What follows belongs to an exercise in optimizing a design on an open flow for small area, a short achievable clock period and few clock cycles per item; a production flow would make more cautious choices.
At most, simulation tests tie the RTL to the original design; equivalence was not proved.
For runs 7 and 8, only the layout was checked, not whether the RTL still works.
Power is estimated from default activity; no workload was simulated.

==> design.v <==
module psn_line_decoder (
    input  wire        clk,
    input  wire        rst_n,
    input  wire        in_valid,
    output wire        in_ready,
    input  wire [39:0] in_beat,
    input  wire        in_marked,
    input  wire [3:0]  in_mark_pos,
    output wire        out_valid,
    input  wire        out_ready,
    output wire [31:0] out_data,
    output wire        out_last,
    output wire [2:0]  out_status,
    output wire [3:0]  out_pos
);
    localparam integer RN = 18;           
    localparam integer EX = RN - 2;       
    localparam [2:0] ST_CLEAN     = 3'd0;
    localparam [2:0] ST_CORRECTED = 3'd1;
    localparam [2:0] ST_ERASURE   = 3'd2;
    localparam [2:0] ST_UNCORR    = 3'd3;
    localparam [2:0] ST_POISON    = 3'd4;
    function [3:0] gf_mul;
        input [3:0] a;
        input [3:0] b;
        reg   [6:0] p;
        integer i;
        begin
            p = 7'd0;
            for (i = 0; i < 4; i = i + 1)
                if (b[i]) p = p ^ ({3'd0, a} << i);
            if (p[6]) p = p ^ 7'b1001100;
            if (p[5]) p = p ^ 7'b0100110;
            if (p[4]) p = p ^ 7'b0010011;
            gf_mul = p[3:0];
        end
    endfunction
    function [3:0] locator;
        input [3:0] p;
        begin
            case (p)
                4'd0: locator = 4'hA;  4'd1: locator = 4'h5;  4'd2: locator = 4'hB;
                4'd3: locator = 4'hC;  4'd4: locator = 4'h6;  4'd5: locator = 4'h3;
                4'd6: locator = 4'h8;  4'd7: locator = 4'h4;  4'd8: locator = 4'h2;
                4'd9: locator = 4'h1;
                default: locator = 4'h0;
            endcase
        end
    endfunction
    function [4:0] dec_off;
        input [4:0] s;
        begin
            dec_off = (s == 5'd0) ? RN - 1 : s - 5'd1;
        end
    endfunction
    reg [31:0] r0_d;            
    reg [3:0]  r0_s;            
    reg [31:0] rd [1:RN-1];
    reg [3:0]  rs [1:RN-1];
    reg        in_ready_q;
    wire       wr = in_valid & in_ready_q;
    reg [3:0] s0_in, s1_in;
    integer k;
    always @(*) begin
        s0_in = 4'd0;
        s1_in = 4'd0;
        for (k = 0; k < 10; k = k + 1) begin
            s0_in = s0_in ^ in_beat[4*k +: 4];
            s1_in = s1_in ^ gf_mul(in_beat[4*k +: 4], locator(k[3:0]));
        end
    end
    integer i;
    always @(posedge clk) begin
        if (in_ready_q) begin
            r0_d <= in_beat[31:0];
            r0_s <= s0_in;
        end else begin
            r0_d <= rd[RN-1];
            r0_s <= rs[RN-1];
        end
        rd[1] <= r0_d;
        rs[1] <= r0_s;
        for (i = 2; i < RN; i = i + 1) begin
            rd[i] <= rd[i-1];
            rs[i] <= rs[i-1];
        end
    end
    reg        q_v;
    reg [3:0]  q_s0, q_s1;
    reg        q_mk;
    reg [3:0]  q_mp;
    always @(posedge clk) begin
        q_s0 <= s0_in;
        q_s1 <= s1_in;
        q_mk <= in_marked;
        q_mp <= in_mark_pos;
    end
    reg [3:0]  fcnt;            
    reg [9:0]  f_good;          
    reg        f_clean;
    reg        f_poison;
    reg [9:0]  b_good;
    reg [3:0]  r_m;
    reg [3:0]  lm;
    integer p;
    always @(*) begin
        for (p = 0; p < 10; p = p + 1)
            b_good[p] = ((q_s1 ^ gf_mul(locator(p[3:0]), q_s0)) == 4'd0);
        lm  = locator(q_mp);
        r_m = q_s1 ^ gf_mul(lm, q_s0);
    end
    wire b_clean  = (q_s0 == 4'd0) && (q_s1 == 4'd0);
    wire b_poison = q_mk ? (r_m == 4'h2) : (q_s0 == 4'h0 && q_s1 == 4'h2);
    wire       first = (fcnt == 4'd0);
    wire [9:0] n_good   = (first ? 10'h3FF : f_good) & b_good;
    wire       n_clean  = (first | f_clean)  & b_clean;
    wire       n_poison = (first | f_poison) & b_poison;
    wire       n_eras   = (first | f_good[q_mp]) & (r_m == 4'd0);
    reg [2:0] dec_st;
    reg [3:0] dec_fp;
    always @(*) begin
        dec_st = ST_UNCORR;
        dec_fp = 4'hF;
        if (n_poison) begin
            dec_st = ST_POISON;
            dec_fp = q_mk ? q_mp : 4'hF;
        end else if (!q_mk) begin
            if (n_clean) begin
                dec_st = ST_CLEAN;
            end else if (|n_good) begin
                dec_st = ST_CORRECTED;
                dec_fp = {n_good[8] | n_good[9],
                          n_good[4] | n_good[5] | n_good[6] | n_good[7],
                          n_good[2] | n_good[3] | n_good[6] | n_good[7],
                          n_good[1] | n_good[3] | n_good[5] | n_good[7] | n_good[9]};
            end
        end else if (n_eras) begin
            dec_st = ST_ERASURE;
            dec_fp = q_mp;
        end
    end
    reg        pend_v;
    reg [2:0]  pend_st;
    reg [3:0]  pend_fp;
    reg [4:0]  wr_off;
    reg [4:0]  rd_off;
    reg [4:0]  count;           
    reg [3:0]  rd_idx;          
    reg        a_v;
    reg [31:0] a_d;
    reg        a_last;
    reg [2:0]  a_st;
    reg [3:0]  a_pos;
    reg [3:0]  a_fp;
    wire       ext_ok = (rd_off == 5'd0) && (count != 5'd0) && (pend_v || rd_idx != 4'd0);
    wire       a_load = !a_v || out_ready;
    wire       ext    = ext_ok && a_load;
    wire [2:0] x_st = (rd_idx == 4'd0) ? pend_st : a_st;
    wire [3:0] x_fp = (rd_idx == 4'd0) ? pend_fp : a_fp;
    reg [31:0] x_mask;
    integer n;
    always @(*) begin
        for (n = 0; n < 8; n = n + 1)
            x_mask[4*n +: 4] = (x_fp == n) ? rs[EX] : 4'd0;
    end
    wire       inc = wr & ~ext;
    wire       dec = ext & ~wr;
    wire [4:0] count_p1 = count + 5'd1;
    wire [4:0] count_m1 = count - 5'd1;
    wire       c_eq0  = (count == 5'd0);
    wire       c_eq1  = (count == 5'd1);
    wire       c_eqf1 = (count == RN - 1);
    wire       c_eqf  = (count == RN);
    wire       full_n = (c_eqf1 & inc) | (c_eqf & ~dec);
    wire       zero_n = (c_eq0 & ~inc) | (c_eq1 & dec);
    wire       slot_n = wr | (wr_off == 5'd1);
    wire       in_ready_n = ~full_n & (slot_n | zero_n);
    always @(posedge clk) begin
        if (!rst_n) begin
            q_v        <= 1'b0;
            fcnt       <= 4'd0;
            pend_v     <= 1'b0;
            wr_off     <= 5'd0;
            rd_off     <= 5'd0;
            count      <= 5'd0;
            rd_idx     <= 4'd0;
            a_v        <= 1'b0;
            in_ready_q <= 1'b1;
        end else begin
            q_v <= wr;
            if (inc)
                count <= count_p1;
            else if (dec)
                count <= count_m1;
            wr_off <= wr ? 5'd0 : dec_off(wr_off);
            if (wr && count == 5'd0)
                rd_off <= RN - 2;
            else if (!ext)
                rd_off <= dec_off(rd_off);
            in_ready_q <= in_ready_n;
            if (q_v) begin
                fcnt     <= fcnt + 4'd1;
                f_good   <= n_good;
                f_clean  <= n_clean;
                f_poison <= n_poison;
                if (fcnt == 4'd15) begin
                    pend_v  <= 1'b1;
                    pend_st <= dec_st;
                    pend_fp <= dec_fp;
                end
            end
            if (ext && rd_idx == 4'd0 && !(q_v && fcnt == 4'd15))
                pend_v <= 1'b0;
            if (a_load)
                a_v <= ext_ok;
            if (ext) begin
                rd_idx <= rd_idx + 4'd1;
                a_last <= (rd_idx == 4'd15);
                a_st   <= x_st;
                a_pos  <= (x_st == ST_CORRECTED || x_st == ST_ERASURE) ? x_fp : 4'hF;
                a_fp   <= x_fp;
            end
        end
        if (a_load)
            a_d <= rd[EX] ^ x_mask;
    end
    assign in_ready   = in_ready_q;
    assign out_valid  = a_v;
    assign out_data   = a_d;
    assign out_last   = a_last;
    assign out_status = a_st;
    assign out_pos    = a_pos;
endmodule
==> run.sh <==
#!/bin/bash
# synth_recipe.tcl (not shown) runs the flow's synth.tcl, then flattens the netlist and writes it again
# the make line also repeats each setting of config.mk as NAME=value (left out here)
make -C /OpenROAD-flow-scripts/flow DESIGN_CONFIG=/design/flow/config.mk WORK_HOME=/design/flow/orfs CLKGATE_MAP_FILE= SYNTH_SCRIPT=/design/flow/synth_recipe.tcl finish
==> config.mk <==
export PLATFORM = sky130hd
export DESIGN_NAME = psn_line_decoder
export DESIGN_NICKNAME = psn_line_decoder
export VERILOG_FILES = /design/flow/design.v
export SDC_FILE = /design/flow/constraint.sdc
export NUM_CORES = 4
export LEC_CHECK = 0
export CAP_MARGIN = 10
export CORE_MARGIN = 2
export CORE_UTILIZATION = 40
export CTS_CLUSTER_DIAMETER = 80
export CTS_CLUSTER_SIZE = 30
export SETUP_SLACK_MARGIN = 4.3
export SLEW_MARGIN = 10
==> constraint.sdc <==
create_clock -name core_clock -period 7.0 [get_ports {clk}]
set_input_delay 1.4000 -clock core_clock [delete_from_list [all_inputs] [get_ports {clk}]]
set_output_delay 1.4000 -clock core_clock [all_outputs]
set_load 0.01 [all_outputs]
==> results of run 1 <==
[worst min path at each step]
stage	from	endpoint	slack, ps	cells past startpoint
global route	rd[10][5]	rd[11][5]	320	0
CTS	rd[1][14]	rd[2][14]	320	0
global placement	rd[7][2]	rd[8][2]	310	0
finish	rd[7][10]	rd[8][10]	320	0
floorplan	rd[9][0]	rd[10][0]	310	0
detailed placement	rd[13][20]	rd[14][20]	310	0
[cells in the final DEF (no fill, tap or decap), drive strengths merged, types with 5 or more instances in the layout]
cell type	n
nor2b	6
clkdlybuf4s15	9
buf	63
dfxtp	692
or3	8
xor2	30
xnor2	135
o21ai	6
edfxtp	63
a211oi	5
dlygate4sd2	5
clkdlybuf4s50	43
mux2	44
ha	21
nand4	6
a21oi	15
mux2i	11
clkbuf	46
nor3	5
nor2	57
inv	32
nand2	74
nor3b	6
nand2b	6
nand3	12
[metrics by stage]
| stage | worst slack [ps] | instances | power, uW |
|---|---|---|---|
| finish | 4340 | 2126 | 9780 |
| floorplan | 3840 | 1314 | 7100 |
| global route | 4260 | 2126 | 10300 |
| detailed placement | 3120 | 2044 | 7630 |
| global placement | 3180 | 2044 | 7570 |
| CTS | 4220 | 2105 | 9790 |
[sequential cells by signal (all words and copies together), names as in the netlist, 5 cells and up]
signal and count:
wr_off 5, f_good 10, rd_off 5, a_d 32
rd 544, count 5, rs 68, r0_d 32
[cell type report]
class / instances / area [sq um]
Clock buffer: 42 / 848
Clock inverter: 6 / 105
Fill cell: 4240 / 26200
Inverter: 31 / 129
Multi-Input combinational cell: 502 / 4030
Sequential cell: 755 / 15800
Tap cell: 664 / 831
Timing Repair Buffer: 126 / 1040
[logic make-up after synthesis]
group	after synthesis
flops	755
fa+ha+maj	21
xor+xnor	171
simple gates	198
mux	56
buf+inv	58
compound gates	55
[layer usage]
layer	routed length, um	share of wire
met5	46	0.0014
met4	835	0.025
met3	1520	0.045
met2	15600	0.46
met1	15700	0.47
[repair_timing]
action | CTS | global route
pin swaps | 4 | 10
gates resized for setup | 163 | 34
buffers inserted | 12 | 21
gates cloned | 1 | 0
setup endpoints to repair | 106 | 71
[where the power goes]
part	total, uW	internal, uW	switching, uW
registers	5950	5490	454
clock network	2140	884	1260
logic	1690	869	821
total	9780	7250	2530
==> impl_metrics.toml, run 1 <==
[sta]
worst_slew_pin_slew_ps = 730
whs_ps = 324
slew_headroom = 0.509
fin_crit_ps = 2660
report.final.slew_viol_count = 0
setup_viol = 0
hold_viol_final = 0
finalSetupTns_ps = 0
fin_skew_ps = 16.7
fmax_ghz = 0.376
fin_crit_sh = 0.380
rsz0062_at_grt = "yes"

[synth]
synth_xor_area_frac = 0.0799
synth_area_sq_um = 19800
synthTopCellsByArea = "dfxtp_1 70%, edfxtp_1 9.6%, xnor2_1 6.0%"
yosys_most_used_dff = "dfxtp_1"
synthesis.nets = 1384
yosysMostFrequentCell = "dfxtp_1"
yosysUniqueCellTypes = 59
seq_area_frac_synth = 0.795
synth_mux_area_frac = 0.0317
synthAdderAreaFrac = 0.0133
yosys.area_share.simple = 0.0472
synthCells = 1314
synthArstFlopShare = 0
synth_edf_count = 63
yosysTopAreaCell = "dfxtp_1"
synth_top_area_frac = 0.700
synth_seq_cells = 755
yosys-top-cells-count = "692 x dfxtp_1, 135 x xnor2_1, 73 x nand2_1"
synth_compound_area_frac = 0.0204
synth_area_per_cell_sq_um = 15.1
synth_top_family_by_area = "XOR/XNOR gates"
yosys_warnings = 3

[global_routing]
grt_pass1_wl_mm = 51.4
top_usage_layer = "met2"
grt.total_usage = 0.132
overflow = 0
antenna_found_initial = 4
grt_pass1_vias = 9104
met3_usage = 0.0233
use_met1 = 0.179
grt_max_degree = 38
met2_usage = 0.217

[setup_path]
worst-path-buf-inv = 1
worst_r2r_startpoint = "rd_idx[1]"
crit_slowest_cell = "edfxtp_1"
worstPathMaxFanout = 1
required_ps = 5600
crit_family = "flip-flops"
cp.depth = 1
start_kind = "flip-flop"
cp-end-kind = "output port"
r2r_end = "count[3]"
crit_start = "a_d[17]"
critPathCapture = "out_data[17]"
crit_type = "reg -> out"
r2r_cells = 14
regToRegSetupSlack_ps = 4400
max_stage_delay_ps = 480
path_cells = "buf_2"
crit_arrival_ps = 1260

[placed_design]
portBuffers = 90
place_hpwl_mm = 22.6
dpl_cell_area_sq_um = 21500
place_congestion = 0.813

[finish]
fin_area_sq_um = 22800
drive_gt1_frac = 0.144
area_growth_pct = 14.9
utilization = 0.465
final_net_count = 1517
num_antenna_cells = 0

[clock_tree]
clk-insertion-delay-late_ps = 600
cts_tree = "yes"
htreeDepth = 1
clk_pin_slew_ps = 110
clockRootBuffer = "clkbuf_16"
cts.path.max_buffers = 3
cts_sinks = 755
cts_hold_buf = 0
numCtsBuffers = 31

[floorplanning]
die_w_um = 226
initial_core_util = 0.404
std_cell_rows = 81
io_pins = 91
die_y_um = 226
die_area_sq_um = 51300
core_sq_um = 49000

[routing]
viasPerCell = 4.29
ant_nets = 0
drtIter0Drc = 591
drc = 0
post_drt_wl_per_cell_um = 15.8
dr.pass1.iters = 5
vias = 9121
finalWirelength_mm = 33.7

[status]
status = "complete, no violations"

[power]
ir_drop_uv = 232
powerDensity_nw_per_um2 = 430
power.leakage_uw = 0.00901

[hold_path]
hp-class = "reg -> reg"

[job]
drv_cap = 0
Testbench counts, summed over its fixed seeds: cycles 23,148, lines 1,440.
==> inputs of run 2 (changes only) <==
--- a/config.mk
+++ b/config.mk
@@ -10,5 +10,5 @@
 export CORE_UTILIZATION = 40
 export CTS_CLUSTER_DIAMETER = 80
 export CTS_CLUSTER_SIZE = 30
-export SETUP_SLACK_MARGIN = 4.3
+export SETUP_SLACK_MARGIN = 4.0
 export SLEW_MARGIN = 10
==> run 2 against run 1 <==
Compared with the run above:
- die area unchanged
- maximum frequency decreased by 12%
- register-to-register slack got worse by 230 ps
- first-iteration DRC count fell by 4.4%
- sequential share of layout area up 0.34 points
- critical path type is now in -> reg
- largest power group unchanged
==> impl_metrics.toml, run 2 <==
[status]
status = "complete, no violations"

[finish]
ff_latch_area_sq_um = 15800
area_growth_pct = 14.3
fillers = 4281
final_net_count = 1501
largest_register_ffs = 544
reg_top3 = "rd: 544 flops, rs: 68 flops"
multi_input_area_sq_um = 3910
regMostFlops = "rd"
drive_gt1_frac = 0.0927
layout_common_cells = "686 x dfxtp_1, 135 x xnor2_1, 79 x clkdlybuf4s50_1"
layout_commonest_cell = "dfxtp_1"

[floorplanning]
core_sq_um = 49000
std_cell_rows = 81
die_y_um = 226
initial_core_util = 0.404
die_w_um = 226
die_area_sq_um = 51300
io_pins = 91

[clock_tree]
numCtsBuffers = 31
clockRootBuffer = "clkbuf_16"
cts.path.max_buffers = 3
clk-insertion-delay-late_ps = 600
htreeDepth = 1
cts_tree = "yes"
cts_sinks = 755
clk_pin_slew_ps = 110

[global_routing]
antenna_found_initial = 1
grt_max_degree = 34
grt_pass1_wl_mm = 50.6
grt.total_usage = 0.130
overflow = 0
grt_pass1_vias = 8883

[power]
p_sw_frac = 0.258
powerDensity_nw_per_um2 = 430
ir_drop_uv = 214
share_seq_of_total_power = 0.614
p_comb_frac = 0.169
power.leakage_uw = 0.00888
power.internal_uw = 7220
clkPwrFrac = 0.217
switchingPower_uw = 2510

[sta]
worst_slew_pin_slew_ps = 814
fin_crit_ps = 3030
fin_crit_sh = 0.432
hold_viol_final = 0
finalSetupTns_ps = 0
rsz0062_at_grt = "yes"
slew_headroom = 0.457
report.final.slew_viol_count = 0
fmax_ghz = 0.330
fin_skew_ps = 20.1
worst_slack_ps = 3970
setup_viol = 0

[hold_path]
hp-class = "reg -> reg"

[setup_path]
start_kind = "input pin"
crit_type = "in -> reg"
cp-end-kind = "flip-flop"
worstPathMaxFanout = 9
crit_arrival_ps = 3510
required_ps = 7490

[routing]
drtIter0Drc = 565
drc = 0
vias = 8980
ant_nets = 0
viasPerCell = 4.25
finalWirelength_mm = 33.8
dr.pass1.iters = 4
post_drt_wl_per_cell_um = 16.0

[synth]
synth_edf_count = 63
synth_seq_cells = 755
yosys-top-cells-count = "692 x dfxtp_1, 135 x xnor2_1, 73 x nand2_1"
yosysMostFrequentCell = "dfxtp_1"
synthCells = 1314
synth_top_area_frac = 0.700
yosys_most_used_dff = "dfxtp_1"
yosysUniqueCellTypes = 59
synthTopCellsByArea = "dfxtp_1 70%, edfxtp_1 9.6%, xnor2_1 6.0%"
synthesis.nets = 1384
yosysTopAreaCell = "dfxtp_1"
yosys_warnings = 3
synthArstFlopShare = 0
synth_area_per_cell_sq_um = 15.1
synth_area_sq_um = 19800
seq_area_frac_synth = 0.795

[placed_design]
pre_cts_slack_ps = 3110
place_hpwl_mm = 22.7
place_congestion = 0.807
portBuffers = 90

[job]
drv_cap = 0
==> run 2: worst max-delay path, cell delays in order <==
cell,delay [ps]
clkdlybuf4s50_1,500
clkinvlp_4,220
nand2_8,130
and2_4,230
inv_6,60
ha_4,190
or4_4,420
a21oi_2,160
xnor2_1,140
nor2_1,60
==> run 2: kinds of logic (layout without fill, tap and decap cells) <==
kind of cell    after synthesis  in the layout  synth area share
buf+inv                      58            189            0.0122
other cells                   0              2                 0
xor+xnor                    171            171            0.0799
simple gates                198            199            0.0472
fa+ha+maj                    21             21            0.0133
mux                          56             56            0.0317
compound gates               55             55            0.0204
flops                       755            755             0.795
==> run 2: layout make-up <==
type                       count  share of cell area
multi-input combinational    502               0.173
tap                          664              0.0367
clock buffer                  41              0.0359
antenna                        2            0.000221
sequential                   755               0.696
inverter                      31             0.00553
timing repair buffer         110              0.0480
clock inverter                 7             0.00453
==> run 2: power by group through the flow <==
stage	registers (uW)	clock network (uW)	logic (uW)
floorplan	5790	0	1280
global placement	6050	0	1520
detailed placement	6070	0	1550
CTS	6000	2180	1570
global route	6090	2320	1810
finish	5970	2110	1640
==> run 2: what timing repair did <==
item	4_1_cts	5_1_grt
endpoints found under the setup margin	52	38
endpoints found under the hold margin	0	0
hold buffers	0	0
pin swaps	1	3
resized for setup	25	10
setup buffers	0	16
cloned	1	1
==> run 2: final timing paths <==
kind / cells after the start / start / slack [ps] / endpoint
setup / recovery: 10 / out_ready / 3970 / count[3]
hold / removal: 0 / rd[14][8] / 320 / rd[15][8]
setup reg to reg: 9 / q_s0[1] / 4170 / pend_fp[0]
hold reg to reg: 0 / rd[14][8] / 320 / rd[15][8]
==> run 2: metrics by stage <==
step                utilization  instance area, sq um  instances  power, uW  hold WS, ps
finish                    0.462                 22600       2112       9730          323
global route              0.462                 22600       2110      10200          326
CTS                       0.459                 22500       2093       9760          326
detailed placement        0.439                 21500       2044       7620          312
global placement          0.439                 21500       2044       7570          310
floorplan                     -                 19900       1314       7070          310
==> run 2: layer usage <==
layer / track usage / part of all wire / vias to the layer above
met5: 0 / 0 / -
met2: 0.217 / 0.47 / 138
met4: 0.0407 / 0.024 / 0
li1: - / - / 4461
met3: 0.0197 / 0.043 / 49
met1: 0.176 / 0.47 / 4332
==> inputs of run 3 (changes only) <==
--- a/config.mk
+++ b/config.mk
@@ -5,10 +5,11 @@
 export SDC_FILE = /design/flow/constraint.sdc
 export NUM_CORES = 4
 export LEC_CHECK = 0
-export CAP_MARGIN = 10
+export CAP_MARGIN = 0
 export CORE_MARGIN = 2
 export CORE_UTILIZATION = 40
 export CTS_CLUSTER_DIAMETER = 80
 export CTS_CLUSTER_SIZE = 30
-export SETUP_SLACK_MARGIN = 4.0
-export SLEW_MARGIN = 10
+export GPL_TIMING_DRIVEN = 0
+export SETUP_SLACK_MARGIN = 4.3
+export SLEW_MARGIN = 0
==> run 3 against run 2 <==
Compared with the run above:
- via count increased by 2.0%
- critical path type is now reg -> reg
- area after synthesis unchanged
- maximum frequency increased by 11%
- still clean on timing, DRC and antenna
- final area increased by 1.4%
- critical path depth increased by 2
- first-iteration DRC count decreased by 1.9%
- routed wire length increased by 0.21%
- final cell count increased by 2.0%
- die area unchanged
- largest power group unchanged
- register-to-register slack improved by 110 ps
- clock-buffer cell count increased by 2
- sequential cell count unchanged
==> impl_metrics.toml, run 3 <==
[sta]
slew_headroom = 0.473
setup_viol = 0
worst_slew_pin_slew_ps = 791
fin_crit_ps = 2720
finalSetupTns_ps = 0
rsz0062_at_grt = "yes"
hold_viol_final = 0
fin_crit_sh = 0.389
fmax_ghz = 0.367
fin_skew_ps = 16.8
report.final.slew_viol_count = 0

[clock_tree]
cts_hold_buf = 0
cts.path.max_buffers = 3
clk-insertion-delay-late_ps = 610
clockRootBuffer = "clkbuf_16"
htreeDepth = 1
cts_sinks = 755
numCtsBuffers = 31
cts_tree = "yes"
clk_pin_slew_ps = 110

[job]
drv_cap = 0

[synth]
synth_area_per_cell_sq_um = 15.1
yosys-top-cells-count = "692 x dfxtp_1, 135 x xnor2_1, 73 x nand2_1"
synthesis.nets = 1384
synthTopCellsByArea = "dfxtp_1 70%, edfxtp_1 9.6%, xnor2_1 6.0%"
synth_area_sq_um = 19800
seq_area_frac_synth = 0.795
synth_top_area_frac = 0.700
synthCells = 1314
synth_edf_count = 63
synth_seq_cells = 755
synthArstFlopShare = 0
yosys_warnings = 3
yosysTopAreaCell = "dfxtp_1"
yosysUniqueCellTypes = 59
yosysMostFrequentCell = "dfxtp_1"
yosys_most_used_dff = "dfxtp_1"

[setup_path]
crit_family = "simple AND/OR/NAND/NOR gates"
path_cells = "buf_6 > buf_8 > inv_4 > ha_4 > clkbuf_8 > xor3_1 > or4_4 > a211oi_2 > nor2_1 > and2_4 > nor4b_4 > o22a_1"
start_kind = "flip-flop"
worst-path-buf-inv = 4
worstPathMaxFanout = 4
cp-end-kind = "flip-flop"
crit_type = "reg -> reg"
max_stage_delay_ps = 490
crit_slowest_cell = "or4_4"
required_ps = 7370
crit_arrival_ps = 3100

[finish]
largest_register_ffs = 544
utilization = 0.469
layout_common_cells = "685 x dfxtp_1, 129 x xnor2_1, 71 x nand2_1"
num_antenna_cells = 0
drive_gt1_frac = 0.151
area_growth_pct = 15.9
regMostFlops = "rd"
layout_commonest_cell = "dfxtp_1"
final_cells = 2154
reg_top3 = "rd: 544 flops, rs: 68 flops"
final_net_count = 1543

[floorplanning]
io_pins = 91
std_cell_rows = 81
die_w_um = 226
die_y_um = 226
die_area_sq_um = 51300
core_sq_um = 49000
initial_core_util = 0.404

[routing]
ant_nets = 0
viasPerCell = 4.25
drc = 0
finalWirelength_mm = 33.8
post_drt_wl_per_cell_um = 15.7
drtIter0Drc = 554
vias = 9163
dr.pass1.iters = 5

[global_routing]
grt_pass1_vias = 9148
grt_pass1_wl_mm = 52.1
overflow = 0
grt_max_degree = 32
antenna_found_initial = 1
grt.total_usage = 0.135

[placed_design]
portBuffers = 90
dp.cells = 2068
place_hpwl_mm = 23.2
place_congestion = 0.814

[power]
power.leakage_uw = 0.00910
ir_drop_uv = 205
p_total_uw = 9920
powerDensity_nw_per_um2 = 432

[status]
status = "complete, no violations"

[hold_path]
hp-class = "reg -> reg"
## run 3: cell counts after synthesis
Identical to the previous run, type by type.
## run 3: routing by layer
layer	wire length (um)	up-vias	track usage
li1	-	4554	-
met1	16400	4429	0.185
met2	15300	123	0.218
met3	1150	55	0.0232
met4	925	2	0.0403
met5	13	-	0
## run 3: layout make-up
class / count / area, sq um
Fill cell: 4287 / 26000
Sequential cell: 755 / 15800
Multi-Input combinational cell: 502 / 4070
Timing Repair Buffer: 125 / 1020
Tap cell: 664 / 831
Clock buffer: 43 / 821
Buffer: 27 / 206
Inverter: 31 / 139
Clock inverter: 7 / 108
## run 3: final timing paths
kind,startpoint,to,slack [ps],cells after the start
setup / recovery,q_s0[1],pend_fp[1],4280,12
hold / removal,rd[2][12],rd[3][12],320,0
setup reg to reg,q_s0[1],pend_fp[1],4280,12
hold reg to reg,rd[2][12],rd[3][12],320,0
## run 3: kinds of logic (layout without fill, tap and decap cells)
| kind of cell | count (synthesis) | in the layout | synth area share |
|---|---|---|---|
| xor gates and xnor gates | 171 | 171 | 0.0799 |
| adders and majority gates | 21 | 21 | 0.0133 |
| muxes | 56 | 56 | 0.0317 |
| buffers and inverters | 58 | 233 | 0.0122 |
| AOI/OAI and AO/OA | 55 | 55 | 0.0204 |
| and+or+nand+nor | 198 | 199 | 0.0472 |
| DFF | 755 | 755 | 0.795 |
## run 3: worst register-to-register path, delay by kind of cell (launching register included)
family,cells,cell delay [ps]
simple gates,4,880
compound gates,2,400
buf+inv,4,360
flops,1,340
fa+ha+maj,1,250
xor+xnor,1,250
## run 3: per-stage QoR
step / instance area (sq um) / worst slack [ps] / hold slack (ps)
floorplan: 19900 / 3840 / 310
global placement: 21600 / 3000 / 310
detailed placement: 21600 / 2950 / 312
CTS: 22800 / 4230 / 327
global route: 23000 / 4200 / 326
finish: 23000 / 4280 / 325
## run 3: timing repair
item	in CTS	in global routing
resized for setup	156	47
setup buffers	13	22
cloned	1	0
hold endpoints to repair	0	0
setup endpoints to repair	109	80
pin swaps	12	7
## run 3: power breakdown
| group | leakage, uW | switching, uW | internal (uW) |
|---|---|---|---|
| registers | 0.00646 | 326 | 5490 |
| logic | 0.00220 | 995 | 979 |
| clock network | 0.000446 | 1280 | 859 |
==> inputs of run 4 (changes only) <==
==> config.mk (replaced) <==
export PLATFORM = sky130hd
export DESIGN_NAME = psn_line_decoder
export DESIGN_NICKNAME = psn_line_decoder
export VERILOG_FILES = /design/flow/design.v
export SDC_FILE = /design/flow/constraint.sdc
export NUM_CORES = 4
export LEC_CHECK = 0
export CAP_MARGIN = 20
export CORE_MARGIN = 2
export CORE_UTILIZATION = 40
export CTS_CLUSTER_DIAMETER = 80
export CTS_CLUSTER_SIZE = 30
export SETUP_SLACK_MARGIN = 4.4
export SLEW_MARGIN = 20
==> run 4 against run 3 <==
Compared with the run above:
- hold slack got worse by 14 ps
- routed wire length rose by 3.0%
- setup slack improved by 49 ps
- clock skew rose by 15 ps
- sequential share of layout area fell by 0.56 points
- critical endpoint is now out_data[13]
- via count fell by 0.39%
- synthesized cell count did not move
- combinational power fell by 6%
- maximum frequency rose by 1.8%
==> impl_metrics.toml, run 4 <==
[routing]
post_drt_wl_per_cell_um = 16.2
drtIter0Drc = 588
vias = 9127
ant_nets = 0
dr.pass1.iters = 5
drc = 0
viasPerCell = 4.24
finalWirelength_mm = 34.9

[placed_design]
portBuffers = 90
dp.cells = 2045
place_congestion = 0.800
place_hpwl_mm = 22.5

[sta]
setup_viol = 0
hold_viol_final = 0
report.final.slew_viol_count = 0
fmax_ghz = 0.374
fin_crit_sh = 0.382
finalSetupTns_ps = 0
rsz0062_at_grt = "yes"
worst_slew_pin_slew_ps = 710
whs_ps = 311
fin_crit_ps = 2670
fin_skew_ps = 31.4
slew_headroom = 0.522

[finish]
area_growth_pct = 17.0
final_net_count = 1541
regMostFlops = "rd"
layout_common_cells = "680 x dfxtp_1, 128 x xnor2_1, 71 x nand2_1"
reg_top3 = "rd: 544 flops, rs: 68 flops"
layout_commonest_cell = "dfxtp_1"
largest_register_ffs = 544
drive_gt1_frac = 0.179
final_cells = 2153

[setup_path]
crit_arrival_ps = 1270
required_ps = 5600
crit_family = "flip-flops"
max_stage_delay_ps = 500
path_cells = "buf_2"
crit_type = "reg -> out"
cp-end-kind = "output port"
worstPathMaxFanout = 1
worst_r2r_startpoint = "q_s0[1]"
worst-path-buf-inv = 1
crit_slowest_cell = "edfxtp_1"
start_kind = "flip-flop"
crit_start = "a_d[13]"

[clock_tree]
clk_pin_slew_ps = 110
clk-insertion-delay-late_ps = 590
numCtsBuffers = 34
htreeDepth = 2
cts_hold_buf = 0
cts_tree = "yes"
cts.path.max_buffers = 3
cts_sinks = 755
clockRootBuffer = "clkbuf_16"

[global_routing]
antenna_found_initial = 3
grt_pass1_wl_mm = 52.7
grt.total_usage = 0.138
overflow = 0
grt_pass1_vias = 8989
grt_max_degree = 38

[synth]
synth_area_sq_um = 19800
synthesis.nets = 1384
synth_area_per_cell_sq_um = 15.1
yosys-top-cells-count = "692 x dfxtp_1, 135 x xnor2_1, 73 x nand2_1"
synth_top_area_frac = 0.700
synthArstFlopShare = 0
yosys_most_used_dff = "dfxtp_1"
synth_seq_cells = 755
seq_area_frac_synth = 0.795
synth_edf_count = 63
yosysMostFrequentCell = "dfxtp_1"
yosysTopAreaCell = "dfxtp_1"
synthTopCellsByArea = "dfxtp_1 70%, edfxtp_1 9.6%, xnor2_1 6.0%"
yosys_warnings = 3
synthCells = 1314
yosysUniqueCellTypes = 59

[hold_path]
hp-class = "reg -> reg"
hp-start = "rd[11][8]"

[status]
status = "complete, no violations"

[floorplanning]
io_pins = 91
std_cell_rows = 81
initial_core_util = 0.404
die_y_um = 226
core_sq_um = 49000
die_area_sq_um = 51300
die_w_um = 226

[power]
power.leakage_uw = 0.00921
powerDensity_nw_per_um2 = 438
ir_drop_uv = 186

[job]
drv_cap = 0
## run 4: cell count changes in the layout (fill, tap and decap cells not counted), sizes merged
cell	previous run	this run
clkinvlp	2	1
bufinv	0	1
clkdlybuf4s15	11	2
buf	67	97
clkinv	2	7
diode	0	2
clkbuf	68	41
dlygate4sd2	6	1
dlymetal6s2s	1	4
## run 4: path summary, 6_finish.rpt
check	to	slack, ps	cells past startpoint
hold reg to reg	rd[12][8]	310	0
setup reg to reg	pend_fp[0]	4400	10
hold / removal	rd[12][8]	310	0
setup / recovery	out_data[13]	4330	1
## run 4: final cells by class
class | count | area [sq um]
Timing Repair Buffer | 147 | 1180
Clock buffer | 40 | 873
Inverter | 31 | 126
Multi-Input combinational cell | 502 | 4170
Antenna cell | 2 | 5.00
Clock inverter | 12 | 208
Tap cell | 664 | 831
Fill cell | 4232 | 25800
Sequential cell | 755 | 15800
## run 4: per-layer routing
layer	vias up	global-route usage	wire, um
li1	4547	-	-
met5	-	0	27
met3	48	0.0254	1550
met1	4384	0.188	16400
met4	4	0.0441	799
met2	144	0.221	16100
## run 4: logic make-up after synthesis
| kind of cell | count (synthesis) | synth area share |
|---|---|---|
| DFF | 755 | 0.795 |
| and+or+nand+nor | 198 | 0.0472 |
| xor gates and xnor gates | 171 | 0.0799 |
| buffers and inverters | 58 | 0.0122 |
| muxes | 56 | 0.0317 |
| AOI/OAI and AO/OA | 55 | 0.0204 |
| adders and majority gates | 21 | 0.0133 |
## run 4: repair_timing
action                                  CTS  global route
pin swaps                                 5            18
gates cloned                              1             0
gates resized for setup                 213            47
setup buffers                            24            29
endpoints found under the setup margin  107            68
## run 4: power breakdown
part | switching (uW) | internal [uW] | leakage, uW
registers | 449 | 5500 | 0.00646
logic | 893 | 967 | 0.00223
clock network | 1350 | 988 | 0.000519
## run 4: stage by stage
step                      total power, uW  utilization  instance area [sq um]  setup slack, ps
after global routing                10600        0.473                  23200             4310
after CTS                           10100        0.465                  22800             4320
after detailed placement             7640        0.439                  21500             3090
after floorplan                      7120            -                  19900             3840
after global placement               7580        0.439                  21500             3170
final                               10100        0.473                  23200             4330
==> inputs of run 5 (changes only) <==
--- a/design.v
+++ b/design.v
@@ -198,28 +198,33 @@
             else if (!ext)
                 rd_off <= dec_off(rd_off);
             in_ready_q <= in_ready_n;
-            if (q_v) begin
-                fcnt     <= fcnt + 4'd1;
-                f_good   <= n_good;
-                f_clean  <= n_clean;
-                f_poison <= n_poison;
-                if (fcnt == 4'd15) begin
-                    pend_v  <= 1'b1;
-                    pend_st <= dec_st;
-                    pend_fp <= dec_fp;
-                end
-            end
-            if (ext && rd_idx == 4'd0 && !(q_v && fcnt == 4'd15))
+            if (q_v)
+                fcnt <= fcnt + 4'd1;
+            if (q_v && fcnt == 4'd15)
+                pend_v <= 1'b1;
+            else if (ext && rd_idx == 4'd0)
                 pend_v <= 1'b0;
             if (a_load)
                 a_v <= ext_ok;
-            if (ext) begin
+            if (ext)
                 rd_idx <= rd_idx + 4'd1;
-                a_last <= (rd_idx == 4'd15);
-                a_st   <= x_st;
-                a_pos  <= (x_st == ST_CORRECTED || x_st == ST_ERASURE) ? x_fp : 4'hF;
-                a_fp   <= x_fp;
+        end
+    end
+    always @(posedge clk) begin
+        if (q_v) begin
+            f_good   <= n_good;
+            f_clean  <= n_clean;
+            f_poison <= n_poison;
+            if (fcnt == 4'd15) begin
+                pend_st <= dec_st;
+                pend_fp <= dec_fp;
             end
+        end
+        if (ext) begin
+            a_last <= (rd_idx == 4'd15);
+            a_st   <= x_st;
+            a_pos  <= (x_st == ST_CORRECTED || x_st == ST_ERASURE) ? x_fp : 4'hF;
+            a_fp   <= x_fp;
         end
         if (a_load)
             a_d <= rd[EX] ^ x_mask;
--- a/config.mk
+++ b/config.mk
@@ -5,10 +5,10 @@
 export SDC_FILE = /design/flow/constraint.sdc
 export NUM_CORES = 4
 export LEC_CHECK = 0
-export CAP_MARGIN = 20
+export CAP_MARGIN = 10
 export CORE_MARGIN = 2
 export CORE_UTILIZATION = 40
 export CTS_CLUSTER_DIAMETER = 80
 export CTS_CLUSTER_SIZE = 30
-export SETUP_SLACK_MARGIN = 4.4
-export SLEW_MARGIN = 20
+export SETUP_SLACK_MARGIN = 4.3
+export SLEW_MARGIN = 10
==> run 5 against run 4 <==
Compared with the run above:
- clock skew down 11 ps
- register-to-register slack worse by 70 ps
- sequential power up 4.9%
- setup slack worse by 28 ps
- final cell count down 2.3%
- clock power about the same
- routed wire length down 3.9%
- sequential share of layout area up 0.94 points
- global-route usage down 0.31 points
- critical path type is now in -> reg
==> impl_metrics.toml, run 5 <==
[power]
p_sw_frac = 0.262
powerDensity_nw_per_um2 = 451
clkPwrFrac = 0.226
switchingPower_uw = 2700
power.leakage_uw = 0.00896
share_seq_of_total_power = 0.604
power.internal_uw = 7610
p_comb_frac = 0.170
ir_drop_uv = 227

[floorplanning]
die_area_sq_um = 51100
std_cell_rows = 81
io_pins = 91
die_y_um = 226
die_w_um = 226
initial_core_util = 0.404
core_sq_um = 48700

[synth]
yosysMostFrequentCell = "dfxtp_1"
synth_mux_area_frac = 0.0324
synthAdderAreaFrac = 0.0133
yosys.area_share.simple = 0.0457
yosys-top-cells-count = "692 x dfxtp_1, 133 x xnor2_1, 63 x edfxtp_1, 63 x nand2_1, 42 x mux2_2"
yosysTopAreaCell = "dfxtp_1"
seq_area_frac_synth = 0.799
synth_area_sq_um = 19700
synthTopCellsByArea = "dfxtp_1 70%, edfxtp_1 9.6%, xnor2_1 5.9%"
synth_compound_area_frac = 0.0192
yosys_warnings = 3
synth_top_area_frac = 0.703
synth_seq_cells = 755
yosysUniqueCellTypes = 56
synthCells = 1293
synth_edf_count = 63
synth_xor_area_frac = 0.0783
synth_area_per_cell_sq_um = 15.2
synthArstFlopShare = 0
synth_top_family_by_area = "XOR/XNOR gates"
synthesis.nets = 1363
yosys_most_used_dff = "dfxtp_1"

[finish]
largest_register_ffs = 544
num_antenna_cells = 0
final_net_count = 1492
reg_top3 = "rd: 544 flops, rs: 68 flops"
ff_latch_area_sq_um = 15800
area_growth_pct = 16.0
layout_common_cells = "681 x dfxtp_1, 132 x xnor2_1, 63 x edfxtp_1"
regMostFlops = "rd"
fillers = 4216
final_cells = 2104
multi_input_area_sq_um = 3940
layout_commonest_cell = "dfxtp_1"
drive_gt1_frac = 0.121

[clock_tree]
clk-insertion-delay-late_ps = 570
cts_hold_buf = 0
clockRootBuffer = "clkbuf_16"
clk_pin_slew_ps = 100
cts_sinks = 755
htreeDepth = 2
numCtsBuffers = 34
cts_tree = "yes"
cts.path.max_buffers = 3

[global_routing]
overflow = 0
grt_pass1_vias = 8683
grt_max_degree = 32
antenna_found_initial = 2
grt.total_usage = 0.135
grt_pass1_wl_mm = 51.0

[routing]
post_drt_wl_per_cell_um = 15.9
drc = 0
dr.pass1.iters = 4
viasPerCell = 4.24
drtIter0Drc = 640
vias = 8913
ant_nets = 0
finalWirelength_mm = 33.5

[placed_design]
portBuffers = 90
place_hpwl_mm = 21.5
dp.cells = 2022
place_congestion = 0.797

[sta]
fin_crit_sh = 0.386
fin_crit_ps = 2700
finalSetupTns_ps = 0
setup_viol = 0
fmax_ghz = 0.370
slew_headroom = 0.478
rsz0062_at_grt = "yes"
worst_slew_pin_slew_ps = 782
hold_viol_final = 0
report.final.slew_viol_count = 0
fin_skew_ps = 20.9

[setup_path]
path_common_cell = "xnor2_1"
required_ps = 7470
crit_slowest_cell = "xnor2_1"
start_kind = "input pin"
max_stage_delay_ps = 550
worst-path-buf-inv = 1
cp-end-kind = "flip-flop"
path_cells = "clkdlybuf4s50_1 > xnor2_1 > xnor2_1 > xnor2_1 > xnor2_1 > mux2_2"
crit_arrival_ps = 3170
crit_family = "XOR/XNOR gates"
crit_type = "in -> reg"
worstPathMaxFanout = 3

[status]
status = "complete, no violations"

[hold_path]
hp-class = "reg -> reg"

[job]
drv_cap = 0
-- run 5: area by class of cell --
| type | instances | share of cell area |
|---|---|---|
| Multi-Input combinational cell | 486 | 0.172 |
| Clock buffer | 46 | 0.0415 |
| Sequential cell | 755 | 0.690 |
| Timing Repair Buffer | 117 | 0.0490 |
| Tap cell | 664 | 0.0363 |
| Clock inverter | 8 | 0.00608 |
| Inverter | 28 | 0.00471 |
-- run 5: cells by family (layout without fill, tap and decap cells) --
family,Yosys count,after routing
mux,56,56
compound gates,55,55
flops,755,755
fa+ha+maj,21,21
xor+xnor,172,172
simple gates,180,182
buf+inv,54,199
-- run 5: final timing paths --
path	start	depth (start not counted)	to	slack (ps)
max	in_beat[25]	6	r0_s[1]	4300
min	rd[4][6]	0	rd[5][6]	310
max reg2reg	q_s0[0]	9	pend_fp[1]	4330
min reg2reg	rd[4][6]	0	rd[5][6]	310
-- run 5: power groups by stage --
stage | combinational, uW | sequential, uW | clock, uW
finish | 1750 | 6230 | 2330
global route | 1930 | 6360 | 2570
CTS | 1680 | 6240 | 2410
detailed placement | 1550 | 6350 | 0
global placement | 1520 | 6320 | 0
floorplan | 1260 | 6060 | 0
-- run 5: layer usage --
metal	vias up	track usage	wire length, um
met5	-	0	0
met3	55	0.0224	1180
met1	4293	0.183	16000
li1	4436	-	-
met2	129	0.216	15300
met4	0	0.0506	1030
-- run 5: stage by stage --
step / cell area, sq um / power (uW) / utilization / setup WS, ps / hold WS (ps)
after floorplan: 19800 / 7330 / - / 3700 / 310
after global placement: 21400 / 7840 / 0.439 / 2810 / 310
after detailed placement: 21400 / 7900 / 0.439 / 2790 / 312
after CTS: 22700 / 10300 / 0.466 / 4270 / 314
after global routing: 22900 / 10900 / 0.469 / 4250 / 316
final: 22900 / 10300 / 0.469 / 4300 / 312
-- run 5: timing repair --
action                                 CTS  global route
pin swaps                                1             3
endpoints found under the hold margin    0             0
resized for setup                      116            26
buffers inserted                        14            10
setup endpoints to repair              105            44
cloned                                   4             0
Testbench counts of run 5, summed over its fixed seeds: cycles 23,148, lines 1,440.
==> inputs of run 6 (changes only) <==
==> flow/run.sh (new file) <==
#!/bin/bash
# The standard layout (standard.sh, unchanged synthesis, floorplan, power grid and
# routing) with two settings passed to the ORFS scripts:
#  - the ports are buffered with sky130_fd_sc_hd__buf_2 instead of the default cell
#    (clkdlybuf4s50_1, a delay cell), still one buffer per input and output port;
#  - clock tree synthesis without dummy loads, with the sink clustering of config.mk.
# standard.sh's full output goes to standard.log in the work folder; ORFS's own logs
# stay under orfs/logs.
set -euo pipefail
export BUFFER_PORTS_ARGS="-buffer_cell sky130_fd_sc_hd__buf_2"
export CTS_ARGS="-sink_clustering_enable -repair_clock_nets -sink_clustering_size 30 -sink_clustering_max_diameter 80 -dont_use_dummy_load"
bash standard.sh > standard.log 2>&1
==> standard.sh (new file) <==
#!/bin/bash
# synth_recipe.tcl (not shown) runs the flow's synth.tcl, then flattens the netlist and writes it again
# the make line also repeats each setting of config.mk as NAME=value (left out here)
make -C /OpenROAD-flow-scripts/flow DESIGN_CONFIG=/design/flow/config.mk WORK_HOME=/design/flow/orfs CLKGATE_MAP_FILE= SYNTH_SCRIPT=/design/flow/synth_recipe.tcl "${@:-finish}"
removed: run.sh
==> run 6 against run 5 <==
Compared with the run above:
- area after synthesis did not move
- highest routed layer unchanged
- combinational power fell by 5%
- setup slack improved by 47 ps
- critical path depth fell by 5
- non-clock buffer count fell by 4
- hold slack got worse by 18 ps
==> impl_metrics.toml, run 6 <==
[sta]
fin_crit_sh = 0.379
report.final.slew_viol_count = 0
fmax_ghz = 0.377
setup_viol = 0
worst_slew_pin_slew_ps = 767
hold_viol_final = 0
fin_crit_ps = 2660
rsz0062_at_grt = "yes"
slew_headroom = 0.488
finalSetupTns_ps = 0
fin_skew_ps = 69.5

[floorplanning]
die_area_sq_um = 51100
initial_core_util = 0.404
core_sq_um = 48700
die_y_um = 226
io_pins = 91
die_w_um = 226
std_cell_rows = 81

[setup_path]
crit_slowest_cell = "edfxtp_1"
required_ps = 5600
crit_arrival_ps = 1260
path_cells = "buf_2"
cp-end-kind = "output port"
crit_type = "reg -> out"
start_kind = "flip-flop"
crit_family = "flip-flops"
worst-path-buf-inv = 1
worstPathMaxFanout = 1
max_stage_delay_ps = 490

[global_routing]
top_usage_layer = "met2"
met2_usage = 0.216
antenna_found_initial = 1
grt.total_usage = 0.134
grt_pass1_wl_mm = 50.9
grt_pass1_vias = 8893
overflow = 0
use_met1 = 0.177
grt_max_degree = 31
met3_usage = 0.0288

[synth]
synthesis.nets = 1363
yosysMostFrequentCell = "dfxtp_1"
synth_edf_count = 63
yosysTopAreaCell = "dfxtp_1"
synth_seq_cells = 755
synth_area_sq_um = 19700
synthArstFlopShare = 0
synthTopCellsByArea = "dfxtp_1 70%, edfxtp_1 9.6%, xnor2_1 5.9%"
seq_area_frac_synth = 0.799
yosys_warnings = 3
synth_top_area_frac = 0.703
yosys_most_used_dff = "dfxtp_1"
yosys-top-cells-count = "692 x dfxtp_1, 133 x xnor2_1, 63 x edfxtp_1, 63 x nand2_1, 42 x mux2_2"
synthCells = 1293
synth_area_per_cell_sq_um = 15.2
yosysUniqueCellTypes = 56

[power]
p_total_uw = 9970
ir_drop_uv = 202
powerDensity_nw_per_um2 = 450
power.leakage_uw = 0.00880

[status]
status = "complete, no violations"

[routing]
vias = 8861
post_drt_wl_per_cell_um = 16.0
ant_nets = 0
drtIter0Drc = 463
dr.pass1.iters = 4
finalWirelength_mm = 33.3
drc = 0
viasPerCell = 4.26

[hold_path]
hp-class = "reg -> reg"

[job]
drv_cap = 0

[placed_design]
place_hpwl_mm = 21.5
portBuffers = 90
place_congestion = 0.819

[clock_tree]
cts_tree = "yes"
htreeDepth = 2
numCtsBuffers = 34
clockRootBuffer = "clkbuf_16"
cts.path.max_buffers = 3
clk_pin_slew_ps = 110
cts_hold_buf = 0
clk-insertion-delay-late_ps = 580
cts_sinks = 755

[finish]
reg_top3 = "rd: 544 flops, rs: 68 flops"
num_antenna_cells = 0
area_growth_pct = 12.3
layout_common_cells = "680 x dfxtp_1, 133 x xnor2_1, 90 x buf_2"
largest_register_ffs = 544
drive_gt1_frac = 0.167
regMostFlops = "rd"
final_net_count = 1488
layout_commonest_cell = "dfxtp_1"
-- run 6: power breakdown --
part	internal (uW)	leakage (uW)	total, uW	switching, uW
registers	5720	0.00646	6230	507
logic	811	0.00192	1660	850
clock network	876	0.000419	2080	1200
-- run 6: timing repair --
item,in CTS,in global routing
gates cloned,4,0
setup endpoints to repair,45,19
pin swaps,1,6
gates resized for setup,20,16
setup buffers,13,7
-- run 6: cells by family after synthesis --
group / count (synthesis) / share of synthesized area
mux: 56 / 0.0324
xor+xnor: 172 / 0.0783
buf+inv: 54 / 0.0121
fa+ha+maj: 21 / 0.0133
flops: 755 / 0.799
compound gates: 55 / 0.0192
simple gates: 180 / 0.0457
-- run 6: metrics by stage --
step                instance area [sq um]  setup WS, ps   util  cells  hold slack (ps)
global route                        22100          4200  0.454   2080              297
floorplan                           19800          3700      -   1293              310
detailed placement                  20900          3180  0.429   2022              312
global placement                    20900          3220  0.429   2022              310
CTS                                 22000          4270  0.452   2073              300
finish                              22100          4340  0.454   2080              294
-- run 6: per-layer routing --
metal	share of wire	vias up
met5	0	-
met4	0.034	0
met3	0.047	66
met2	0.46	138
met1	0.46	4256
li1	-	4401
-- run 6: cell type report --
class                           instances  area, sq um
Multi-Input combinational cell        486         3890
Sequential cell                       755        15800
Fill cell                            4276        26600
Clock buffer                           34          851
Inverter                               28          108
Tap cell                              664          831
Timing Repair Buffer                  113          686
-- run 6: final timing paths --
kind | end | slack [ps] | depth (start not counted) | startpoint
max | out_data[21] | 4340 | 1 | a_d[21]
min | rd[14][7] | 290 | 0 | rd[13][7]
max reg2reg | count[3] | 4370 | 14 | rd_idx[0]
min reg2reg | rd[14][7] | 290 | 0 | rd[13][7]
==> inputs of run 7 (changes only) <==
--- a/design.v
+++ b/design.v
@@ -86,16 +86,18 @@
         end
     end
     reg        q_v;
-    reg [3:0]  q_s0, q_s1;
+    reg [3:0]  q_s1;            
     reg        q_mk;
     reg [3:0]  q_mp;
     always @(posedge clk) begin
-        q_s0 <= s0_in;
         q_s1 <= s1_in;
         q_mk <= in_marked;
         q_mp <= in_mark_pos;
-    end
-    reg [3:0]  fcnt;            
+        q_first <= (bcnt == 4'd0);
+        q_last  <= (bcnt == 4'd15);
+    end
+    reg [3:0]  bcnt;            
+    reg        q_first, q_last;  
     reg [9:0]  f_good;          
     reg        f_clean;
     reg        f_poison;
@@ -105,13 +107,13 @@
     integer p;
     always @(*) begin
         for (p = 0; p < 10; p = p + 1)
-            b_good[p] = ((q_s1 ^ gf_mul(locator(p[3:0]), q_s0)) == 4'd0);
+            b_good[p] = ((q_s1 ^ gf_mul(locator(p[3:0]), r0_s)) == 4'd0);
         lm  = locator(q_mp);
-        r_m = q_s1 ^ gf_mul(lm, q_s0);
-    end
-    wire b_clean  = (q_s0 == 4'd0) && (q_s1 == 4'd0);
-    wire b_poison = q_mk ? (r_m == 4'h2) : (q_s0 == 4'h0 && q_s1 == 4'h2);
-    wire       first = (fcnt == 4'd0);
+        r_m = q_s1 ^ gf_mul(lm, r0_s);
+    end
+    wire b_clean  = (r0_s == 4'd0) && (q_s1 == 4'd0);
+    wire b_poison = q_mk ? (r_m == 4'h2) : (r0_s == 4'h0 && q_s1 == 4'h2);
+    wire       first = q_first;
     wire [9:0] n_good   = (first ? 10'h3FF : f_good) & b_good;
     wire       n_clean  = (first | f_clean)  & b_clean;
     wire       n_poison = (first | f_poison) & b_poison;
@@ -178,7 +180,7 @@
     always @(posedge clk) begin
         if (!rst_n) begin
             q_v        <= 1'b0;
-            fcnt       <= 4'd0;
+            bcnt       <= 4'd0;
             pend_v     <= 1'b0;
             wr_off     <= 5'd0;
             rd_off     <= 5'd0;
@@ -198,9 +200,9 @@
             else if (!ext)
                 rd_off <= dec_off(rd_off);
             in_ready_q <= in_ready_n;
-            if (q_v)
-                fcnt <= fcnt + 4'd1;
-            if (q_v && fcnt == 4'd15)
+            if (wr)
+                bcnt <= bcnt + 4'd1;
+            if (q_v && q_last)
                 pend_v <= 1'b1;
             else if (ext && rd_idx == 4'd0)
                 pend_v <= 1'b0;
@@ -215,7 +217,7 @@
             f_good   <= n_good;
             f_clean  <= n_clean;
             f_poison <= n_poison;
-            if (fcnt == 4'd15) begin
+            if (q_last) begin
                 pend_st <= dec_st;
                 pend_fp <= dec_fp;
             end
--- a/config.mk
+++ b/config.mk
@@ -7,7 +7,7 @@
 export LEC_CHECK = 0
 export CAP_MARGIN = 10
 export CORE_MARGIN = 2
-export CORE_UTILIZATION = 40
+export CORE_UTILIZATION = 55
 export CTS_CLUSTER_DIAMETER = 80
 export CTS_CLUSTER_SIZE = 30
 export SETUP_SLACK_MARGIN = 4.3
==> run 7 against run 6 <==
Compared with the run above:
- critical endpoint is now out_data[3]
- sequential power is 4.7% lower
- area after synthesis is 0.42% higher
- power shrank 4.5%
- clock skew fell by 4.3 ps
- clock power is 6% lower
- via count shrank 0.30%
==> impl_metrics.toml, run 7 <==
[status]
status = "complete, no violations"

[sta]
hold_viol_final = 0
worst_slew_pin_slew_ps = 927
setup_viol = 0
fin_crit_sh = 0.376
fin_crit_ps = 2640
fin_skew_ps = 65.3
rsz0062_at_grt = "yes"
slew_headroom = 0.378
worst_slack_ps = 4360
finalSetupTns_ps = 0
fmax_ghz = 0.379
report.final.slew_viol_count = 0

[synth]
synthArstFlopShare = 0
synth_seq_cells = 753
synth_area_sq_um = 19800
synth_top_area_frac = 0.698
yosysMostFrequentCell = "dfxtp_1"
yosysUniqueCellTypes = 60
yosys_warnings = 3
synth_edf_count = 63
yosys_most_used_dff = "dfxtp_1"
yosys-top-cells-count = "690 x dfxtp_1, 124 x xnor2_1, 84 x nand2_1"
seq_area_frac_synth = 0.794
synthTopCellsByArea = "dfxtp_1 70%, edfxtp_1 9.6%, xnor2_1 5.5%"
yosysTopAreaCell = "dfxtp_1"
synth_area_per_cell_sq_um = 15.1
synthCells = 1313
synthesis.nets = 1383

[floorplanning]
die_area_sq_um = 37500
die_y_um = 194
io_pins = 91
initial_core_util = 0.558
core_sq_um = 35500
die_w_um = 194
std_cell_rows = 69

[finish]
layout_commonest_cell = "dfxtp_1"
reg_top3 = "rd: 544 flops, rs: 68 flops"
utilization = 0.616
final_net_count = 1495
regMostFlops = "rd"
largest_register_ffs = 544
fillers = 2788
final_cells = 1887
drive_gt1_frac = 0.157
layout_common_cells = "679 x dfxtp_1, 123 x xnor2_1, 90 x buf_2"
area_growth_pct = 10.5

[hold_path]
hold_depth = 0
hp-class = "reg -> reg"
whs_endpoint = "rd[7][27]"
hp-start = "rd[6][27]"

[clock_tree]
clk_pin_slew_ps = 100
clockRootBuffer = "clkbuf_16"
cts_hold_buf = 0
cts.path.max_buffers = 3
cts_sinks = 753
cts_tree = "yes"
clk-insertion-delay-late_ps = 620
numCtsBuffers = 31
htreeDepth = 1

[setup_path]
path_cells = "buf_2"
cp-end-kind = "output port"
crit_slowest_cell = "edfxtp_1"
crit_family = "flip-flops"
regToRegSetupSlack_ps = 4380
max_stage_delay_ps = 460
worstPathMaxFanout = 1
required_ps = 5600
start_kind = "flip-flop"
crit_type = "reg -> out"
worst-path-buf-inv = 1
r2r_end = "pend_fp[2]"
r2r_cells = 8
worst_r2r_startpoint = "r0_s[2]"
crit_arrival_ps = 1240

[power]
power.leakage_uw = 0.00882
powerDensity_nw_per_um2 = 435
ir_drop_uv = 309

[global_routing]
antenna_found_initial = 5
grt_pass1_wl_mm = 49.4
grt_max_degree = 31
grt.total_usage = 0.171
overflow = 0
grt_pass1_vias = 8732

[placed_design]
place_congestion = 0.790
dp.cells = 1837
pre_cts_slack_ps = 3160
place_hpwl_mm = 21.0
portBuffers = 90

[routing]
drtIter0Drc = 354
ant_nets = 0
post_drt_wl_per_cell_um = 17.0
dr.pass1.iters = 4
viasPerCell = 4.68
drc = 0
vias = 8834
finalWirelength_mm = 32.1

[job]
drv_cap = 0
## run 7: cell types whose count changed in the layout (fill, tap and decap cells not counted), moves of 4 or more
cell and delta:
mux2_2 -8, nand2_1 +21, nor2b_1 +4, nor3_1 -5, or2_2 +4, inv_1 -6
nor2_1 +10, buf_4 -8, xnor2_1 -10
## run 7: area by class of cell
class	count	area, sq um	share of cell area
Sequential cell	753	15700	0.720
Multi-Input combinational cell	508	4020	0.184
Clock buffer	31	776	0.0355
Timing Repair Buffer	106	637	0.0291
Tap cell	461	577	0.0264
Inverter	24	101	0.00464
Antenna cell	3	7.51	0.000343
Timing Repair inverter	1	5.00	0.000229
## run 7: per-stage QoR
step	cell area [sq um]	power (uW)	hold WS (ps)
after floorplan	19900	7040	310
after global placement	20800	7470	310
after detailed placement	20800	7500	312
after CTS	21800	9580	292
after global routing	21900	10000	297
final	21900	9520	285
## run 7: worst reg2reg max path, cell delays in order, from the launching register on
cell and delay [ps]:
dfxtp_4 360, buf_4 170, buf_4 170, xor2_1 190, or3_1 380, a2111oi_4 440, a2111oi_4 120, a311o_1 320
o22a_1 210
## run 7: routing by layer
layer,global-route usage,share of wire,up-vias
li1,-,-,4439
met1,0.239,0.48,4224
met4,0.0444,0.025,4
met3,0.0344,0.041,50
met5,0,0.00084,-
met2,0.275,0.45,117
## run 7: cells by family (layout without fill, tap and decap cells)
| kind of cell | after synthesis | in the layout | synth area share |
|---|---|---|---|
| muxes | 45 | 45 | 0.0255 |
| and+or+nand+nor | 210 | 211 | 0.0512 |
| adders and majority gates | 21 | 21 | 0.0133 |
| DFF | 753 | 753 | 0.794 |
| other | 0 | 3 | 0 |
| xor gates and xnor gates | 168 | 168 | 0.0794 |
| buffers and inverters | 53 | 162 | 0.0113 |
| AOI/OAI and AO/OA | 63 | 63 | 0.0257 |
## run 7: power breakdown
| part | switching [uW] | internal (uW) | total, uW |
|---|---|---|---|
| logic | 822 | 798 | 1620 |
| registers | 452 | 5490 | 5940 |
| clock network | 1170 | 792 | 1960 |
## run 7: worst max-delay path by stage
stage,start,to,slack (ps),depth (start not counted)
floorplan,out_ready,count[3],3650,11
global placement,out_ready,count[3],3180,8
detailed placement,out_ready,count[2],3160,7
CTS,count[0],count[3],4310,11
global route,rd_idx[0],a_d[3],4190,8
finish,a_d[3],out_data[3],4360,1
## run 7: what timing repair did
item | CTS | global route
gates cloned | 3 | 1
buffers inserted | 12 | 0
gates resized for setup | 21 | 12
pin swaps | 5 | 4
setup endpoints to repair | 41 | 28
==> inputs of run 8 (changes only) <==
--- a/config.mk
+++ b/config.mk
@@ -7,7 +7,7 @@
 export LEC_CHECK = 0
 export CAP_MARGIN = 10
 export CORE_MARGIN = 2
-export CORE_UTILIZATION = 55
+export CORE_UTILIZATION = 40
 export CTS_CLUSTER_DIAMETER = 80
 export CTS_CLUSTER_SIZE = 30
 export SETUP_SLACK_MARGIN = 4.3
==> run 8 against run 7 <==
Compared with the run above:
- first-iteration DRC count increased by 26%
- maximum frequency rose by 0.11%
- core utilization is 16 points lower
- final cell count grew 11%
- combinational power hardly changed
- clock skew up 31 ps
- register-to-register slack is essentially flat
- clock-buffer cell count up 3
- via count is 1.7% higher
- sequential share of layout area is 1.2 points lower
- routed wire length rose by 5.4%
- critical path type is now reg -> reg
- critical endpoint is now pend_fp[2]
- largest power group unchanged
==> impl_metrics.toml, run 8 <==
[routing]
post_drt_wl_per_cell_um = 16.1
drtIter0Drc = 447
finalWirelength_mm = 33.8
vias = 8984
ant_nets = 0
dr.pass1.iters = 4
viasPerCell = 4.29
drc = 0

[finish]
layout_common_cells = "680 x dfxtp_1, 121 x xnor2_1, 90 x buf_2"
regMostFlops = "rd"
num_antenna_cells = 0
final_cells = 2094
area_growth_pct = 12.3
final_net_count = 1502
fin_area_sq_um = 22200
layout_commonest_cell = "dfxtp_1"
drive_gt1_frac = 0.170
reg_top3 = "rd: 544 flops, rs: 68 flops"
largest_register_ffs = 544

[synth]
synth_area_per_cell_sq_um = 15.1
yosys_most_used_dff = "dfxtp_1"
synthesis.nets = 1383
synthCells = 1313
yosys-top-cells-count = "690 x dfxtp_1, 124 x xnor2_1, 84 x nand2_1"
yosysTopAreaCell = "dfxtp_1"
synth_seq_cells = 753
yosysMostFrequentCell = "dfxtp_1"
seq_area_frac_synth = 0.794
yosysUniqueCellTypes = 60
synthArstFlopShare = 0
yosys_warnings = 3
synth_area_sq_um = 19800
synth_edf_count = 63
synth_top_area_frac = 0.698
synthTopCellsByArea = "dfxtp_1 70%, edfxtp_1 9.6%, xnor2_1 5.5%"

[power]
clkPwrFrac = 0.215
power.leakage_uw = 0.00886
power.internal_uw = 7160
p_sw_frac = 0.260
share_seq_of_total_power = 0.616
switchingPower_uw = 2510
powerDensity_nw_per_um2 = 435
ir_drop_uv = 185
p_comb_frac = 0.169

[setup_path]
required_ps = 7290
r2r_end = "pend_fp[2]"
cp-end-kind = "flip-flop"
start_kind = "flip-flop"
crit_arrival_ps = 2920
regToRegSetupSlack_ps = 4370
worst_r2r_startpoint = "r0_s[0]"
crit_type = "reg -> reg"
r2r_cells = 8
worstPathMaxFanout = 4

[sta]
whs_ps = 274
fin_crit_ps = 2630
finalSetupTns_ps = 0
report.final.slew_viol_count = 0
slew_headroom = 0.492
rsz0062_at_grt = "yes"
hold_viol_final = 0
fin_skew_ps = 96.4
fmax_ghz = 0.380
fin_crit_sh = 0.376
worst_slew_pin_slew_ps = 755
setup_viol = 0
worst_slack_ps = 4370

[placed_design]
place_congestion = 0.817
dpl_cell_area_sq_um = 21000
dp.cells = 2039
pre_cts_slack_ps = 3080
portBuffers = 90
place_hpwl_mm = 22.2

[floorplanning]
die_area_sq_um = 51300
io_pins = 91
die_y_um = 226
die_w_um = 226
core_sq_um = 48800
std_cell_rows = 81
initial_core_util = 0.405

[global_routing]
met2_usage = 0.217
overflow = 0
grt_max_degree = 41
grt_pass1_vias = 9118
use_met1 = 0.182
top_usage_layer = "met2"
antenna_found_initial = 2
met3_usage = 0.0292
grt_pass1_wl_mm = 52.1
grt.total_usage = 0.135

[clock_tree]
cts_tree = "yes"
htreeDepth = 2
clockRootBuffer = "clkbuf_16"
numCtsBuffers = 34
clk_pin_slew_ps = 100
cts.path.max_buffers = 3
clk-insertion-delay-late_ps = 590
cts_sinks = 753

[status]
status = "complete, no violations"

[job]
drv_cap = 0

[hold_path]
hold_depth = 0
hp-class = "reg -> reg"
hp-start = "rd[12][17]"
whs_endpoint = "rd[13][17]"
==> run 8: cell counts after synthesis <==
Identical to the previous run, type by type.
==> run 8: cell families after synthesis <==
logic type,after synthesis,share of synthesized area
and+or+nand+nor,210,0.0512
muxes,45,0.0255
xor gates and xnor gates,168,0.0794
adders and majority gates,21,0.0133
buffers and inverters,53,0.0113
AOI/OAI and AO/OA,63,0.0257
DFF,753,0.794
==> run 8: how the worst max path moves through the flow <==
stage          startpoint          to  slack [ps]  depth (start not counted)
2_1_floorplan   out_ready    count[3]        3650                         11
3_3_place_gp    out_ready    count[3]        3160                          8
3_5_place_dp    out_ready    count[3]        3080                          8
4_1_cts           r0_s[2]  pend_fp[2]        4290                          8
5_1_grt         rd_idx[0]     a_d[27]        4270                          8
6_report          r0_s[0]  pend_fp[2]        4370                          8
==> run 8: through the flow <==
step,utilization,total power [uW]
6_report,0.455,9670
2_1_floorplan,-,7040
3_3_place_gp,0.430,7460
4_1_cts,0.451,9690
5_1_grt,0.455,10200
3_5_place_dp,0.430,7510
==> run 8: cell type report <==
type	instances	area, sq um
Inverter	24	101
Fill cell	4374	26600
Timing Repair inverter	1	7.51
Tap cell	664	831
Clock buffer	34	851
Sequential cell	753	15700
Timing Repair Buffer	110	608
Multi-Input combinational cell	508	4100
==> run 8: power groups by stage <==
| stage | Clock (uW) | Combinational (uW) | Sequential (uW) |
|---|---|---|---|
| floorplan | 0 | 1240 | 5800 |
| global placement | 0 | 1390 | 6080 |
| detailed placement | 0 | 1410 | 6100 |
| CTS | 2160 | 1560 | 5970 |
| global route | 2310 | 1780 | 6080 |
| finish | 2080 | 1630 | 5960 |
==> run 8: what timing repair did <==
item                       CTS  global route
buffers inserted            11             8
setup endpoints to repair   58            32
gates resized for setup     24            22
pin swaps                    4             5
hold buffers                 0             0
gates cloned                 1             1
==> run 8: per-layer routing <==
metal	wire [um]	part of all wire
met3	1420	0.042
met5	29	0.00086
met2	15100	0.45
met1	16200	0.48
met4	1080	0.032
==> run 8: worst max-delay path: stages, from the launching register on <==
cell	delay (ps)
dfxtp_4	390
inv_6	40
ha_4	280
xor3_1	250
or4_4	440
a211oi_4	330
a2111oi_4	80
a311o_1	330
o22a_1	210

what the ideal ports hide:
The flow's constraints put no driver on any port. The routed layouts listed below were extracted and timed again, unchanged, in two steps. Step 1: set_driving_cell puts a clkbuf_16 on clk and a buf_2 on each other input, an assumption about the parent block. Step 2, shift: input delay + t, output delay - t, t = (earliest + latest rising clock arrival at the registers) / 2. This alone moves slack from input paths to output paths. Three values: ideal ports, drivers, drivers and shift; two values: the first two.
run | t, ns | setup slack, ns | worst hold slack (ns) | worst setup path at the end | latest minus earliest clock arrival (ns)
run 1 | 0.641 | 4.340 / 4.288 / 3.750 | 0.324 / 0.324 / 0.324 | input to register | 0.024 / 0.023
run 2 | 0.645 | 3.973 / 3.957 / 3.354 | 0.323 / 0.323 / 0.323 | input to register | 0.028 / 0.028
run 3 | 0.657 | 4.277 / 4.277 / 3.681 | 0.325 / 0.325 / 0.325 | input to register | 0.023 / 0.023
run 4 | 0.623 | 4.326 / 4.274 / 3.835 | 0.311 / 0.311 / 0.311 | input to register | 0.033 / 0.033
run 5 | 0.618 | 4.298 / 4.272 / 3.706 | 0.312 / 0.312 / 0.312 | input to register | 0.034 / 0.034
run 6 | 0.598 | 4.345 / 4.290 / 3.919 | 0.294 / 0.294 / 0.294 | input to register | 0.071 / 0.072
run 7 | 0.638 | 4.365 / 4.310 / 3.854 | 0.285 / 0.285 / 0.285 | input to register | 0.066 / 0.066
run 8 | 0.583 | 4.368 / 4.329 / 3.894 | 0.274 / 0.274 / 0.274 | input to register | 0.113 / 0.113
After both steps every run listed still meets setup and hold. The setup slack of run 2, which loses most, moves by -0.016 ns with the drivers and by -0.619 ns with both steps.
